Context: an optimization exercise on an open-source flow, tuned for small area and few clock cycles per item. The choices shown serve that exercise and are no tape-out recipe.
In this exercise RTL edits were held to simulation tests only and were not proved equivalent to the original.
Power and IR drop assume default switching activity.

Design rs_c3_enc, start of the top module:
module rs_c3_enc (
    input  wire        clk,
    input  wire        rst,
    input  wire        in_valid,
    output wire        in_ready,
    input  wire [15:0] in_data,
    output wire        out_valid,
    input  wire        out_ready,
    output wire [15:0] out_data,
    output wire        out_last
);
export LEC_CHECK = 0
export CAP_MARGIN = 20
export CORE_MARGIN = 2
export CORE_UTILIZATION = 55
export PLACE_DENSITY = 0.7
export SETUP_SLACK_MARGIN = 0.15
export SLEW_MARGIN = 20
create_clock -name core_clock -period 4.0 [get_ports {clk}]
standard.sh (not shown) runs the stock make flow with config.mk's settings and CLKGATE_MAP_FILE= SYNTH_SCRIPT=/design/flow/synth_recipe.tcl, a recipe that flattens the netlist after the stock synthesis.
==> flow/flow/run.sh <==
#!/bin/bash
# The standard layout (standard.sh) with two changes:
#  - ABC maps the logic with an area-oriented structural mapping (&nf) (flow/abc.script), so
#    the XOR network written in the RTL is kept as it is;
#  - extra ORFS make variables from flow/extra.sh (placement/CTS options).
# Each tool's output goes to the ORFS logs under orfs/logs; make's own output
# goes to make.log.
set -euo pipefail
HERE=$(pwd)
cat > my_synth.tcl <<EOF
proc abc {args} {
  set i [lsearch -exact \$args -script]
  if {\$i >= 0} { set args [lreplace \$args [expr {\$i+1}] [expr {\$i+1}] $HERE/flow/abc.script] }
  yosys abc {*}\$args
}
source $HERE/synth_recipe.tcl
EOF
{
  cat flow/extra.sh
  sed -e "s#SYNTH_SCRIPT=[^ ]*#SYNTH_SCRIPT=$HERE/my_synth.tcl#" \
      -e 's#"\${@:-finish}"#"${EXTRA[@]}" "${@:-finish}"#' standard.sh
} > my_standard.sh
bash my_standard.sh > make.log 2>&1
==> flow/flow/abc.script <==
&get -n
&st
&dch -f
&nf -R 1000
&put
==> flow/flow/extra.sh <==
EXTRA=("BUFFER_PORTS_ARGS=-buffer_cell sky130_fd_sc_hd__buf_1" "CTS_ARGS=-sink_clustering_enable -repair_clock_nets -dont_use_dummy_load -buf_list sky130_fd_sc_hd__clkbuf_8 -root_buf sky130_fd_sc_hd__clkbuf_8 -sink_clustering_size 14 -sink_clustering_max_diameter 100")
The starting point finished with timing, DRC and antenna clean.
Testbench counts at the start, summed over its fixed seeds: cycles 49,280, words 192.
==> next run, changes <==
--- a/flow/flow/run.sh
+++ b/flow/flow/run.sh
@@ -2,3 +2,3 @@
 # The standard layout (standard.sh) with two changes:
-#  - ABC maps the logic with an area-oriented structural mapping (&nf) (flow/abc.script), so
+#  - ABC maps the logic with a plain structural mapping (flow/abc.script), so
 #    the XOR network written in the RTL is kept as it is;
==> flow/flow/abc.script (replaced) <==
strash
map -a
==> flow/flow/extra.sh (replaced) <==
EXTRA=("BUFFER_PORTS_ARGS=-buffer_cell sky130_fd_sc_hd__buf_2" "CTS_ARGS=-sink_clustering_enable -repair_clock_nets -dont_use_dummy_load -buf_list sky130_fd_sc_hd__clkbuf_8 -root_buf sky130_fd_sc_hd__clkbuf_8")
- SETUP_SLACK_MARGIN: 0.15 -> default
The new run completed with no timing, DRC or antenna violations.
Fmax is lower by 3.3%.
Hold slack gets better by 3.8 ps.
Synthesized area is higher by 2.9%.
Clock skew hardly moves.
Flip-flop and latch count does not change.
Setup slack gets worse by 130 ps.
Combinational power is higher by 48%.
Die area is higher by 2.8%.
Total power is higher by 17%.
Final area is higher by 5.6%.
Global-route usage is higher by 0.32 points.
==> next run, changes <==
==> flow/flow/extra.sh (replaced) <==
EXTRA=("BUFFER_PORTS_ARGS=-buffer_cell sky130_fd_sc_hd__buf_1" "CTS_ARGS=-sink_clustering_enable -repair_clock_nets -dont_use_dummy_load -buf_list sky130_fd_sc_hd__clkbuf_8 -root_buf sky130_fd_sc_hd__clkbuf_8 -sink_clustering_size 14 -sink_clustering_max_diameter 100")
- SETUP_SLACK_MARGIN: default -> 0.2
What happened:
- The changed run finished with timing, DRC and antenna clean
- worst setup slack improves by 170 ps
- total power goes down by 11%
- register-to-register slack improved by 210 ps
- clock power goes down by about 30%
- synthesized area stays the same
- first-iteration DRC count came out higher by 36%
==> next run, changes <==
==> flow/flow/extra.sh (replaced) <==
EXTRA=("BUFFER_PORTS_ARGS=-buffer_cell sky130_fd_sc_hd__buf_2" "CTS_ARGS=-sink_clustering_enable -repair_clock_nets -dont_use_dummy_load")
- SETUP_SLACK_MARGIN: 0.2 -> default
Routed wire length went down by 2.2%.
Final area climbs by 1.6%.
Worst hold slack gets better by 6.0 ps.
Power went up by 19%.
Synthesized area is unchanged.
Clock-buffer cell count is higher by 7.
==> next run, changes <==
--- a/flow/flow/run.sh
+++ b/flow/flow/run.sh
@@ -2,3 +2,3 @@
 # The standard layout (standard.sh) with two changes:
-#  - ABC maps the logic with a plain structural mapping (flow/abc.script), so
+#  - ABC maps the logic with an area-oriented structural mapping (&nf) (flow/abc.script), so
 #    the XOR network written in the RTL is kept as it is;
==> flow/flow/abc.script (replaced) <==
&get -n
&st
&dch -f
&nf -R 1000
&put
==> flow/flow/extra.sh (replaced) <==
EXTRA=("BUFFER_PORTS_ARGS=-buffer_cell sky130_fd_sc_hd__buf_1" "CTS_ARGS=-sink_clustering_enable -repair_clock_nets -dont_use_dummy_load -sink_clustering_size 24 -sink_clustering_max_diameter 120")
- SETUP_SLACK_MARGIN: default -> 0.15
=> Cell area decreases by 5.8%. Die area decreases by 2.8%. Routed wire length decreases by about 6%. Area after synthesis decreases by about 2.8%. Setup slack improved by 110 ps. Count of clock-buffer cells in the layout decreases by 15. Fmax increases by about 3%. Clock skew increases by 13 ps. Utilization decreases by 1.8 points. Global-route usage barely changes.


amber:
rs_c3_enc again, from the RTL that the note above started with.
==> flow/config.mk <==
export PLATFORM = sky130hd
export DESIGN_NAME = rs_c3_enc
export DESIGN_NICKNAME = rs_c3_enc
export VERILOG_FILES = /design/flow/design.v
export SDC_FILE = /design/flow/constraint.sdc
export NUM_CORES = 4
export LEC_CHECK = 0
export CAP_MARGIN = 20
export CORE_MARGIN = 2
export CORE_UTILIZATION = 55
export PLACE_DENSITY = 0.8
export SETUP_SLACK_MARGIN = 0.1
export SLEW_MARGIN = 20
==> flow/constraint.sdc <==
create_clock -name core_clock -period 4.0 [get_ports {clk}]
set_input_delay 0.8000 -clock core_clock [delete_from_list [all_inputs] [get_ports {clk}]]
set_output_delay 0.8000 -clock core_clock [all_outputs]
set_load 0.01 [all_outputs]
==> flow/flow/run.sh <==
#!/bin/bash
# The standard layout (standard.sh) with two changes:
#  - ABC maps the logic with an area-oriented structural mapping (&nf) (flow/abc.script), so
#    the XOR network written in the RTL is kept as it is;
#  - extra ORFS make variables from flow/extra.sh (placement/CTS options).
# Each tool's output goes to the ORFS logs under orfs/logs; make's own output
# goes to make.log.
set -euo pipefail
HERE=$(pwd)
cat > my_synth.tcl <<EOF
proc abc {args} {
  set i [lsearch -exact \$args -script]
  if {\$i >= 0} { set args [lreplace \$args [expr {\$i+1}] [expr {\$i+1}] $HERE/flow/abc.script] }
  yosys abc {*}\$args
}
source $HERE/synth_recipe.tcl
EOF
{
  cat flow/extra.sh
  sed -e "s#SYNTH_SCRIPT=[^ ]*#SYNTH_SCRIPT=$HERE/my_synth.tcl#" \
      -e 's#"\${@:-finish}"#"${EXTRA[@]}" "${@:-finish}"#' standard.sh
} > my_standard.sh
bash my_standard.sh > make.log 2>&1
==> flow/flow/abc.script <==
&get -n
&st
&dch -f
&nf -R 1000
&put
==> flow/flow/extra.sh <==
EXTRA=("BUFFER_PORTS_ARGS=-buffer_cell sky130_fd_sc_hd__buf_1" "CTS_ARGS=-sink_clustering_enable -repair_clock_nets -dont_use_dummy_load -sink_clustering_size 20 -sink_clustering_max_diameter 100")
amber: no failed stages, no open violations at the end
Testbench counts of amber, summed over its fixed seeds: cycles 49,280, words 192.
What onyx does differently from amber at the input level:
- PLACE_DENSITY changed from 0.8 to 0.7
- SETUP_SLACK_MARGIN removed (was 0.1)
diff --git a/flow/flow/run.sh b/flow/flow/run.sh
--- a/flow/flow/run.sh
+++ b/flow/flow/run.sh
@@ -1,6 +1,7 @@
 #!/bin/bash
 # The standard layout (standard.sh) with two changes:
-#  - ABC maps the logic with an area-oriented structural mapping (&nf) (flow/abc.script), so
-#    the XOR network written in the RTL is kept as it is;
+#  - the two-input XOR/XNOR gates are mapped straight to xor2_1/xnor2_1 cells
+#    (flow/xormap.v) and ABC maps the rest with a plain structural mapping
+#    (flow/abc.script), so the XOR network written in the RTL is kept as it is;
 #  - extra ORFS make variables from flow/extra.sh (placement/CTS options).
 # Each tool's output goes to the ORFS logs under orfs/logs; make's own output
@@ -10,4 +11,5 @@
 cat > my_synth.tcl <<EOF
 proc abc {args} {
+  yosys techmap -map $HERE/flow/xormap.v
   set i [lsearch -exact \$args -script]
   if {\$i >= 0} { set args [lreplace \$args [expr {\$i+1}] [expr {\$i+1}] $HERE/flow/abc.script] }
==> flow/flow/abc.script <==
strash
map -a
==> flow/flow/extra.sh <==
EXTRA=("BUFFER_PORTS_ARGS=-buffer_cell sky130_fd_sc_hd__buf_2" "CTS_ARGS=-sink_clustering_enable -repair_clock_nets -dont_use_dummy_load -buf_list sky130_fd_sc_hd__clkbuf_8 -root_buf sky130_fd_sc_hd__clkbuf_8")
==> flow/flow/xormap.v (new file) <==
// Map Yosys's two-input XOR/XNOR gates straight to library cells, so that
// the XOR network written in the RTL reaches the layout gate for gate.
module \$_XOR_ (input A, input B, output Y);
  sky130_fd_sc_hd__xor2_1 _TECHMAP_REPLACE_ (.A(A), .B(B), .X(Y));
endmodule
module \$_XNOR_ (input A, input B, output Y);
  sky130_fd_sc_hd__xnor2_1 _TECHMAP_REPLACE_ (.A(A), .B(B), .Y(Y));
endmodule
### Flow results
Combinational group share of total power: onyx > amber
Changes observed in onyx relative to amber: synthesized area went up, count of vias placed by the detailed router went up, power went up, smallest hold slack went down.
Between onyx and amber, it is onyx whose endpoint arrival time on the critical path is higher, by 0.10 ns.
[compare] base=amber new=onyx: core region area up about 3%, fraction of standard cell area in multi-input logic down 0.86 points.
#### Input delta (violet over onyx)
- setting SETUP_SLACK_MARGIN to 0.1 for the first time
==> flow/flow/run.sh <==
#!/bin/bash
# The standard layout (standard.sh) with two changes:
#  - ABC maps the logic with an area-oriented structural mapping (&nf) (flow/abc.script), so
#    the XOR network written in the RTL is kept as it is;
#  - extra ORFS make variables from flow/extra.sh (placement/CTS options).
# Each tool's output goes to the ORFS logs under orfs/logs; make's own output
# goes to make.log.
set -euo pipefail
HERE=$(pwd)
cat > my_synth.tcl <<EOF
proc abc {args} {
  set i [lsearch -exact \$args -script]
  if {\$i >= 0} { set args [lreplace \$args [expr {\$i+1}] [expr {\$i+1}] $HERE/flow/abc.script] }
  yosys abc {*}\$args
}
source $HERE/synth_recipe.tcl
EOF
{
  cat flow/extra.sh
  sed -e "s#SYNTH_SCRIPT=[^ ]*#SYNTH_SCRIPT=$HERE/my_synth.tcl#" \
      -e 's#"\${@:-finish}"#"${EXTRA[@]}" "${@:-finish}"#' standard.sh
} > my_standard.sh
bash my_standard.sh > make.log 2>&1
==> flow/flow/abc.script <==
&get -n
&st
&dch -f
&nf -R 1000
&put
==> flow/flow/extra.sh <==
EXTRA=("BUFFER_PORTS_ARGS=-buffer_cell sky130_fd_sc_hd__buf_1" "CTS_ARGS=-sink_clustering_enable -repair_clock_nets -dont_use_dummy_load -sink_clustering_size 20 -sink_clustering_max_diameter 100")
removed: flow/flow/xormap.v
Notes after the runs:
- As of violet, number of ordinary and repair buffers in the finished layout had fallen by more than a quarter compared to onyx.
- [compare] base=onyx new=violet: clock group total power -16%, number of cells traversed by the worst hold path down 1, global-route usage higher.
- Diff onyx -> violet: starting density of the core rose 0.31 points, share of power burned in the clock network fell 3.0 points.
- On design area, onyx loses to violet.
- Summary of violet over onyx: number of multi-input combinational cells decreased 42; routed wire length shrank by about 5%.
> inputs changed (violet -> willow)
- a change of SETUP_SLACK_MARGIN from 0.1 to 0.15
diff --git a/flow/flow/run.sh b/flow/flow/run.sh
--- a/flow/flow/run.sh
+++ b/flow/flow/run.sh
@@ -1,5 +1,5 @@
 #!/bin/bash
 # The standard layout (standard.sh) with two changes:
-#  - ABC maps the logic with an area-oriented structural mapping (&nf) (flow/abc.script), so
+#  - ABC maps the logic with a plain structural mapping (flow/abc.script), so
 #    the XOR network written in the RTL is kept as it is;
 #  - extra ORFS make variables from flow/extra.sh (placement/CTS options).
==> flow/flow/abc.script <==
strash
map -a
==> flow/flow/extra.sh <==
EXTRA=("BUFFER_PORTS_ARGS=-buffer_cell sky130_fd_sc_hd__buf_1" "CTS_ARGS=-sink_clustering_enable -repair_clock_nets -dont_use_dummy_load -sink_clustering_size 24 -sink_clustering_max_diameter 120")
==> run notes <==
On willow: final layout net count is 13% higher than what violet gave. Part of the total power dissipated in combinational logic came out higher on willow than on violet. willow has more setup slack than violet. For willow, the capturing instance or port of the critical path was out_data[15], unlike violet, where it was q[15][7]. Relative to violet, the power measured on willow has increased slightly. Relative to violet, the post-synth design cell area of willow is higher by about 3%.

afterwards: timing with drivers on the ports:
No port has a modelled driver above. Below, the same layouts with a new extraction and two added sets of constraints.
Step 1: set_driving_cell puts a clkbuf_16 on clk and a buf_2 on each other input, an assumption about the parent block.
Step 2 adds t to the input delays and takes it off the output delays; t is the mean of the earliest and latest rising clock arrival at the registers after step 1. Input paths then give back, and output paths get back, about the clock's delay inside the block.
a / b / c = ideal ports / drivers / drivers and shift; a / b = the first two.
run | shift t [ns] | setup WS [ns] | worst hold slack (ns) | slew at the worst register clock pin (ns) | pins driven straight from the clock port
the first run of note 1 | 0.603 | 0.199 / 0.154 / 0.465 | 0.481 / 0.481 / 0.481 | 0.11 / 0.11 | 1
the second run of note 1 | 0.593 | 0.070 / 0.038 / 0.070 | 0.484 / 0.484 / 0.484 | 0.06 / 0.06 | 1
the third run of note 1 | 0.604 | 0.241 / 0.194 / 0.279 | 0.484 / 0.484 / 0.484 | 0.11 / 0.11 | 1
the fourth run of note 1 | 0.596 | 0.108 / 0.059 / 0.134 | 0.490 / 0.490 / 0.490 | 0.06 / 0.06 | 1
the fifth run of note 1 | 0.551 | 0.217 / 0.165 / 0.279 | 0.480 / 0.480 / 0.480 | 0.11 / 0.11 | 1
amber | 0.548 | 0.197 / 0.150 / 0.366 | 0.491 / 0.491 / 0.491 | 0.09 / 0.09 | 1
onyx | 0.593 | 0.096 / 0.047 / 0.119 | 0.483 / 0.483 / 0.483 | 0.06 / 0.06 | 1
violet | 0.556 | 0.137 / 0.120 / 0.137 | 0.496 / 0.496 / 0.496 | 0.10 / 0.10 | 1
willow | 0.532 | 0.200 / 0.148 / 0.233 | 0.485 / 0.485 / 0.485 | 0.11 / 0.11 | 1
After both steps setup and hold are still met in every run listed.
